This is an optimization exercise on Yosys and OpenROAD, whose aim is small area, a short achievable clock period and few clock cycles per item, not a production implementation. In this exercise RTL edits were held to simulation tests only and were not proved equivalent to the original.

==> job 2602 <==
Design mxfp4_dot_lane, start of the top module:
module mxfp4_dot_lane (
    input  wire         clk,
    input  wire         rst,         
    input  wire         in_valid,
    output wire         in_ready,
    input  wire         in_first,    
    input  wire         in_last,     
    input  wire [127:0] in_w,        
    input  wire [127:0] in_a,        
    input  wire [7:0]   in_wscale,   
    input  wire [7:0]   in_ascale,   
    input  wire         in_acc,      
    input  wire [31:0]  in_entry,    
    input  wire [2:0]   in_pint,     
    input  wire [1:0]   in_group,    
    output reg          out_valid,
    output reg  [31:0]  out_result
);
==> module mx_fp_norm, before the edit <==
module mx_fp_norm (
    input  wire signed [31:0] n,
    input  wire [8:0]         lraw,    
    output wire               b_s,
    output wire [31:0]        b_m,
    output wire               b_st,
    output wire signed [10:0] b_e,     
    output wire signed [10:0] b_q,     
    output reg  [5:0]         b_tz     
);
    wire [31:0] mag = n[31] ? (~n + 32'd1) : n;
    reg  [5:0] lz;
    integer i;
    always @* begin
        lz = 6'd32;
        for (i = 0; i < 32; i = i + 1)
            if (mag[i]) lz = 6'd31 - i[5:0];
    end
    wire [31:0] nm = mag << lz[4:0];
    wire signed [10:0] e_n = $signed({2'b00, lraw}) - 11'sd239 - $signed({5'd0, lz});
    wire        low  = (e_n < -11'sd126);
    wire signed [10:0] r_s = -11'sd126 - e_n;
    wire [5:0]  r    = low ? ((r_s > 11'sd32) ? 6'd32 : r_s[5:0]) : 6'd0;
    wire [63:0] sh   = {nm, 32'd0} >> r;
    assign b_s  = n[31];
    assign b_m  = (mag == 0) ? 32'd0 : sh[63:32];
    assign b_st = (mag != 0) && (|sh[31:0]);
    assign b_e  = (low || mag == 0) ? -11'sd126 : e_n;
    assign b_q = b_e + 11'sd127;
    wire [35:0] b_x = {b_m, 2'b00, b_st};
    integer k;
    always @* begin
        b_tz = 6'd63;
        for (k = 35; k >= 0; k = k - 1)
            if (b_x[k]) b_tz = k[5:0];
    end
endmodule
clock: 36.0 ns
lec_check: 0
abc_area: 1
cap_margin: 20
core_margin: 2
core_utilization: 45
slew_margin: 20
run.sh (not shown) runs the stock make flow with config.mk's settings and CLKGATE_MAP_FILE= SYNTH_SCRIPT=/design/flow/synth_recipe.tcl, a recipe that flattens the netlist after the stock synthesis.
==> job 3062 (differences from job 2602) <==
--- a/flow/design.v
+++ b/flow/design.v
@@ -43,40 +43,41 @@
     input  wire [8:0]         lraw,    
     output wire               b_s,
     output wire [31:0]        b_m,
     output wire               b_st,
     output wire signed [10:0] b_e,     
     output wire signed [10:0] b_q,     
-    output reg  [5:0]         b_tz     
+    output wire [5:0]         b_tz     
 );
     wire [31:0] mag = n[31] ? (~n + 32'd1) : n;
-    reg  [5:0] lz;
+    reg  [5:0] lz, tz;
     integer i;
     always @* begin
         lz = 6'd32;
         for (i = 0; i < 32; i = i + 1)
             if (mag[i]) lz = 6'd31 - i[5:0];
+        tz = 6'd32;
+        for (i = 31; i >= 0; i = i - 1)
+            if (mag[i]) tz = i[5:0];
     end
-    wire [31:0] nm = mag << lz[4:0];
-    wire signed [10:0] e_n = $signed({2'b00, lraw}) - 11'sd239 - $signed({5'd0, lz});
-    wire        low  = (e_n < -11'sd126);
-    wire signed [10:0] r_s = -11'sd126 - e_n;
-    wire [5:0]  r    = low ? ((r_s > 11'sd32) ? 6'd32 : r_s[5:0]) : 6'd0;
-    wire [63:0] sh   = {nm, 32'd0} >> r;
+    wire        zero = (mag == 32'd0);
+    wire signed [10:0] e_n  = $signed({2'b00, lraw}) - 11'sd239 - $signed({5'd0, lz});
+    wire signed [10:0] a_lo = $signed({2'b00, lraw}) - 11'sd113;    
+    wire        low  = (a_lo < $signed({5'd0, lz}));
+    wire signed [10:0] amt = low ? a_lo : $signed({5'd0, lz});
+    wire signed [10:0] k_s = 11'sd32 - amt;
+    wire [6:0]  k    = (k_s > 11'sd64) ? 7'd64 : k_s[6:0];
+    wire [63:0] sh   = {mag, 32'd0} >> k;
+    wire signed [10:0] namt = -amt;
     assign b_s  = n[31];
-    assign b_m  = (mag == 0) ? 32'd0 : sh[63:32];
-    assign b_st = (mag != 0) && (|sh[31:0]);
-    assign b_e  = (low || mag == 0) ? -11'sd126 : e_n;
-    assign b_q = b_e + 11'sd127;
-    wire [35:0] b_x = {b_m, 2'b00, b_st};
-    integer k;
-    always @* begin
-        b_tz = 6'd63;
-        for (k = 35; k >= 0; k = k - 1)
-            if (b_x[k]) b_tz = k[5:0];
-    end
+    assign b_m  = sh[31:0];
+    assign b_st = !zero && amt[10] && ($signed({5'd0, tz}) < namt);
+    assign b_e  = (low || zero) ? -11'sd126 : e_n;
+    assign b_q  = b_e + 11'sd127;
+    wire signed [10:0] tzb = $signed({5'd0, tz}) + amt + 11'sd3;
+    assign b_tz = b_st ? 6'd0 : (zero || b_m == 32'd0) ? 6'd63 : tzb[5:0];
 endmodule
 module mx_fp_add (
     input  wire [31:0]        entry,
     input  wire               b_s,
     input  wire [31:0]        b_m,
     input  wire               b_st,
==> flow/flow/run.sh (new file) <==
#!/bin/bash
# The standard layout, with ORFS's timing repair asked to keep more setup
# slack than the default, so that it sizes and buffers the critical paths.
set -euo pipefail
bash standard.sh finish SETUP_SLACK_MARGIN=23 > flow_make.log 2>&1
==> flow/standard.sh (new file) <==
#!/bin/bash
# synth_recipe.tcl (not shown) runs the flow's synth.tcl, then flattens the netlist and writes it again
# the make line also repeats each setting of config.mk as NAME=value (left out here)
make -C /OpenROAD-flow-scripts/flow DESIGN_CONFIG=/design/flow/config.mk WORK_HOME=/design/flow/orfs CLKGATE_MAP_FILE= SYNTH_SCRIPT=/design/flow/synth_recipe.tcl "${@:-finish}"
removed: flow/run.sh
==> job 8900 (differences from job 2602) <==
--- a/flow/design.v
+++ b/flow/design.v
@@ -1,21 +1,48 @@
 module mx_group_sum (
     input  wire [127:0] w,
     input  wire [127:0] a,
     output wire [87:0]  g4
 );
     function automatic [7:0] pmag(input [2:0] x, input [2:0] y);
-        reg [1:0] mx, my, sx, sy;
+        reg [1:0] mx, my;
         reg [3:0] mp;
+        reg [2:0] sh;
         begin
-            mx = (x[2:1] == 2'd0) ? {1'b0, x[0]} : {1'b1, x[0]};
-            my = (y[2:1] == 2'd0) ? {1'b0, y[0]} : {1'b1, y[0]};
-            sx = (x[2:1] == 2'd0) ? 2'd0 : x[2:1] - 2'd1;
-            sy = (y[2:1] == 2'd0) ? 2'd0 : y[2:1] - 2'd1;
-            mp = mx * my;
-            pmag = {4'd0, mp} << ({1'b0, sx} + {1'b0, sy});
+            mx = {x[2] | x[1], x[0]};
+            my = {y[2] | y[1], y[0]};
+            mp[0] = mx[0] & my[0];
+            mp[1] = (mx[1] & my[0]) ^ (mx[0] & my[1]);
+            mp[2] = mx[1] & my[1] & ~(mx[0] & my[0]);
+            mp[3] = mx[1] & my[1] & mx[0] & my[0];
+            case ({x[2:1], y[2:1]})
+                4'b1010:                   sh = 3'd2;
+                4'b1011, 4'b1110:          sh = 3'd3;
+                4'b1111:                   sh = 3'd4;
+                4'b1000, 4'b1001, 4'b0010, 4'b0110: sh = 3'd1;
+                4'b1100, 4'b1101, 4'b0011, 4'b0111: sh = 3'd2;
+                default:                   sh = 3'd0;
+            endcase
+            case (sh)
+                3'd0:    pmag = {4'd0, mp};
+                3'd1:    pmag = {3'd0, mp, 1'b0};
+                3'd2:    pmag = {2'd0, mp, 2'b0};
+                3'd3:    pmag = {1'd0, mp, 3'b0};
+                default: pmag = {mp, 4'b0};
+            endcase
+        end
+    endfunction
+    function automatic [10:0] rip11(input [10:0] x, input [10:0] y);
+        reg c;
+        integer b;
+        begin
+            c = 1'b0;
+            for (b = 0; b < 11; b = b + 1) begin
+                rip11[b] = x[b] ^ y[b] ^ c;
+                c = (x[b] & y[b]) | (x[b] & c) | (y[b] & c);
+            end
         end
     endfunction
     genvar gi, k;
     generate
         for (gi = 0; gi < 8; gi = gi + 1) begin : g_sum4
             wire [8:0] u [0:3];
@@ -30,53 +57,54 @@
             wire [10:0] s1 = r0 ^ r1 ^ r2;
             wire [10:0] c1 = {(r0[9:0] & r1[9:0]) | (r0[9:0] & r2[9:0]) | (r1[9:0] & r2[9:0]), 1'b0};
             wire [10:0] s2 = s1 ^ c1 ^ r3;
             wire [10:0] c2 = {(s1[9:0] & c1[9:0]) | (s1[9:0] & r3[9:0]) | (c1[9:0] & r3[9:0]), 1'b0};
             wire [10:0] s3 = s2 ^ c2 ^ r4;
             wire [10:0] c3 = {(s2[9:0] & c2[9:0]) | (s2[9:0] & r4[9:0]) | (c2[9:0] & r4[9:0]), 1'b0};
-            wire [10:0] su = s3 + c3;
+            wire [10:0] su = rip11(s3, c3);
             assign g4[11*gi +: 11] = {~su[10], su[9:0]};
         end
     endgenerate
 endmodule
 module mx_fp_norm (
     input  wire signed [31:0] n,
     input  wire [8:0]         lraw,    
     output wire               b_s,
     output wire [31:0]        b_m,
     output wire               b_st,
     output wire signed [10:0] b_e,     
     output wire signed [10:0] b_q,     
-    output reg  [5:0]         b_tz     
+    output wire [5:0]         b_tz     
 );
     wire [31:0] mag = n[31] ? (~n + 32'd1) : n;
-    reg  [5:0] lz;
+    reg  [5:0] lz, tz;
     integer i;
     always @* begin
         lz = 6'd32;
         for (i = 0; i < 32; i = i + 1)
             if (mag[i]) lz = 6'd31 - i[5:0];
+        tz = 6'd32;
+        for (i = 31; i >= 0; i = i - 1)
+            if (mag[i]) tz = i[5:0];
     end
-    wire [31:0] nm = mag << lz[4:0];
-    wire signed [10:0] e_n = $signed({2'b00, lraw}) - 11'sd239 - $signed({5'd0, lz});
-    wire        low  = (e_n < -11'sd126);
-    wire signed [10:0] r_s = -11'sd126 - e_n;
-    wire [5:0]  r    = low ? ((r_s > 11'sd32) ? 6'd32 : r_s[5:0]) : 6'd0;
-    wire [63:0] sh   = {nm, 32'd0} >> r;
+    wire        zero = (mag == 32'd0);
+    wire signed [10:0] e_n  = $signed({2'b00, lraw}) - 11'sd239 - $signed({5'd0, lz});
+    wire signed [10:0] a_lo = $signed({2'b00, lraw}) - 11'sd113;    
+    wire        low  = (a_lo < $signed({5'd0, lz}));
+    wire signed [10:0] amt = low ? a_lo : $signed({5'd0, lz});
+    wire signed [10:0] k_s = 11'sd32 - amt;
+    wire [6:0]  k    = (k_s > 11'sd64) ? 7'd64 : k_s[6:0];
+    wire [63:0] sh   = {mag, 32'd0} >> k;
+    wire signed [10:0] namt = -amt;
     assign b_s  = n[31];
-    assign b_m  = (mag == 0) ? 32'd0 : sh[63:32];
-    assign b_st = (mag != 0) && (|sh[31:0]);
-    assign b_e  = (low || mag == 0) ? -11'sd126 : e_n;
-    assign b_q = b_e + 11'sd127;
-    wire [35:0] b_x = {b_m, 2'b00, b_st};
-    integer k;
-    always @* begin
-        b_tz = 6'd63;
-        for (k = 35; k >= 0; k = k - 1)
-            if (b_x[k]) b_tz = k[5:0];
-    end
+    assign b_m  = sh[31:0];
+    assign b_st = !zero && amt[10] && ($signed({5'd0, tz}) < namt);
+    assign b_e  = (low || zero) ? -11'sd126 : e_n;
+    assign b_q  = b_e + 11'sd127;
+    wire signed [10:0] tzb = $signed({5'd0, tz}) + amt + 11'sd3;
+    assign b_tz = b_st ? 6'd0 : (zero || b_m == 32'd0) ? 6'd63 : tzb[5:0];
 endmodule
 module mx_fp_add (
     input  wire [31:0]        entry,
     input  wire               b_s,
     input  wire [31:0]        b_m,
     input  wire               b_st,
@@ -284,21 +312,33 @@
     wire [31:0] hi_room = {n_eff[31], ~n_eff[30:0]};    
     wire [31:0] lo_room = {~n_eff[31], n_eff[30:0]};    
     wire [31:0] hi_gap  = hi_room >> dsh;
     wire [31:0] lo_gap  = lo_room >> dsh;
     wire [14:0] hg = (|hi_gap[31:15]) ? 15'h7FFF : hi_gap[14:0];
     wire [14:0] lg = (|lo_gap[31:15]) ? 15'h7FFF : lo_gap[14:0];
+    function automatic gt15(input [14:0] x, input [14:0] y);
+        reg g, e;
+        integer b;
+        begin
+            g = 1'b0;
+            e = 1'b1;
+            for (b = 14; b >= 0; b = b - 1) begin
+                g = g | (e & x[b] & ~y[b]);
+                e = e & ~(x[b] ^ y[b]);
+            end
+            gt15 = g;
+        end
+    endfunction
     reg  [7:0] ovf;
     reg  signed [14:0] qv;
     integer i;
     always @* begin
         for (i = 0; i < 8; i = i + 1) begin
             qv = m_sb ? ((i == 0) ? sd_q : 15'sd0) : p[i];
             ovf[i] = (m_sb ? (i == 0) : gmask[i]) &&
-                     (($signed({qv[14], qv}) > $signed({1'b0, hg})) ||
-                      ($signed({qv[14], qv}) < -$signed({1'b0, lg})));
+                     (qv[14] ? ~gt15(lg, ~qv) : gt15(qv, hg));
         end
     end
     wire any_ovf = |ovf;
     wire signed [14:0] q_last = (m_sb | m_f1) ? sd_q : p[7];
     wire signed [31:0] q_sh   = $signed({{17{q_last[14]}}, q_last}) <<< dsh;
     wire signed [31:0] n_new  = n_eff + q_sh;
==> flow/flow/run.sh (new file) <==
#!/bin/bash
# The standard layout, with ORFS's timing repair asked to keep more setup
# slack than the default, so that it sizes and buffers the critical paths.
set -euo pipefail
bash standard.sh finish SETUP_SLACK_MARGIN=23 > flow_make.log 2>&1
==> flow/standard.sh (new file) <==
#!/bin/bash
# synth_recipe.tcl (not shown) runs the flow's synth.tcl, then flattens the netlist and writes it again
# the make line also repeats each setting of config.mk as NAME=value (left out here)
make -C /OpenROAD-flow-scripts/flow DESIGN_CONFIG=/design/flow/config.mk WORK_HOME=/design/flow/orfs CLKGATE_MAP_FILE= SYNTH_SCRIPT=/design/flow/synth_recipe.tcl "${@:-finish}"
removed: flow/run.sh
==> notes <==
Core utilization: job 2602 < job 3062 < job 8900. The lowest die area belongs to job 8900, the highest to job 2602. Between job 8900 and job 3062, the lower fmax is in job 3062 (gap 1.7%, measured against job 3062). Of job 8900 and job 3062, job 3062 has the higher hold slack (gap 0.010 ns). Synthesized area: job 8900 is smaller than job 2602 (about 4%).
Testbench counts of job 2602, summed over its fixed seeds: cycles 21,537, items 1,280.
Testbench counts of job 3062, summed over its fixed seeds: cycles 21,537, items 1,280.
Testbench counts of job 8900, summed over its fixed seeds: cycles 21,537, items 1,280.

-- re-timing with driven ports --
The results above use ideal ports. As a check the final layouts listed here were re-extracted and re-timed, cells and wires unchanged.
Step 1 sets driving cells, clkbuf_16 on the clock port and buf_2 on the other inputs (assumed; they add their load-dependent delay and slew).
Step 2, shift: input delay + t, output delay - t, t = (earliest + latest rising clock arrival at the registers) / 2. This alone moves slack from input paths to output paths.
a / b / c = no drivers / after step 1 / after step 2; a / b = the first two.
run | shift t [ns] | setup WS [ns] | worst slew at a driven data input, ns | cell pins on the clock port's net
job 2602 | 0.734 | 18.451 / 18.451 / 18.451 | 0.11 | 1
job 3062 | 0.742 | 22.916 / 22.916 / 22.915 | 0.18 | 1
job 8900 | 0.756 | 23.141 / 23.207 / 22.451 | 0.25 | 1
After both steps setup and hold are still met in every run listed. The setup slack of job 8900, which loses most, moves by +0.066 ns with the drivers and by -0.690 ns with both steps.
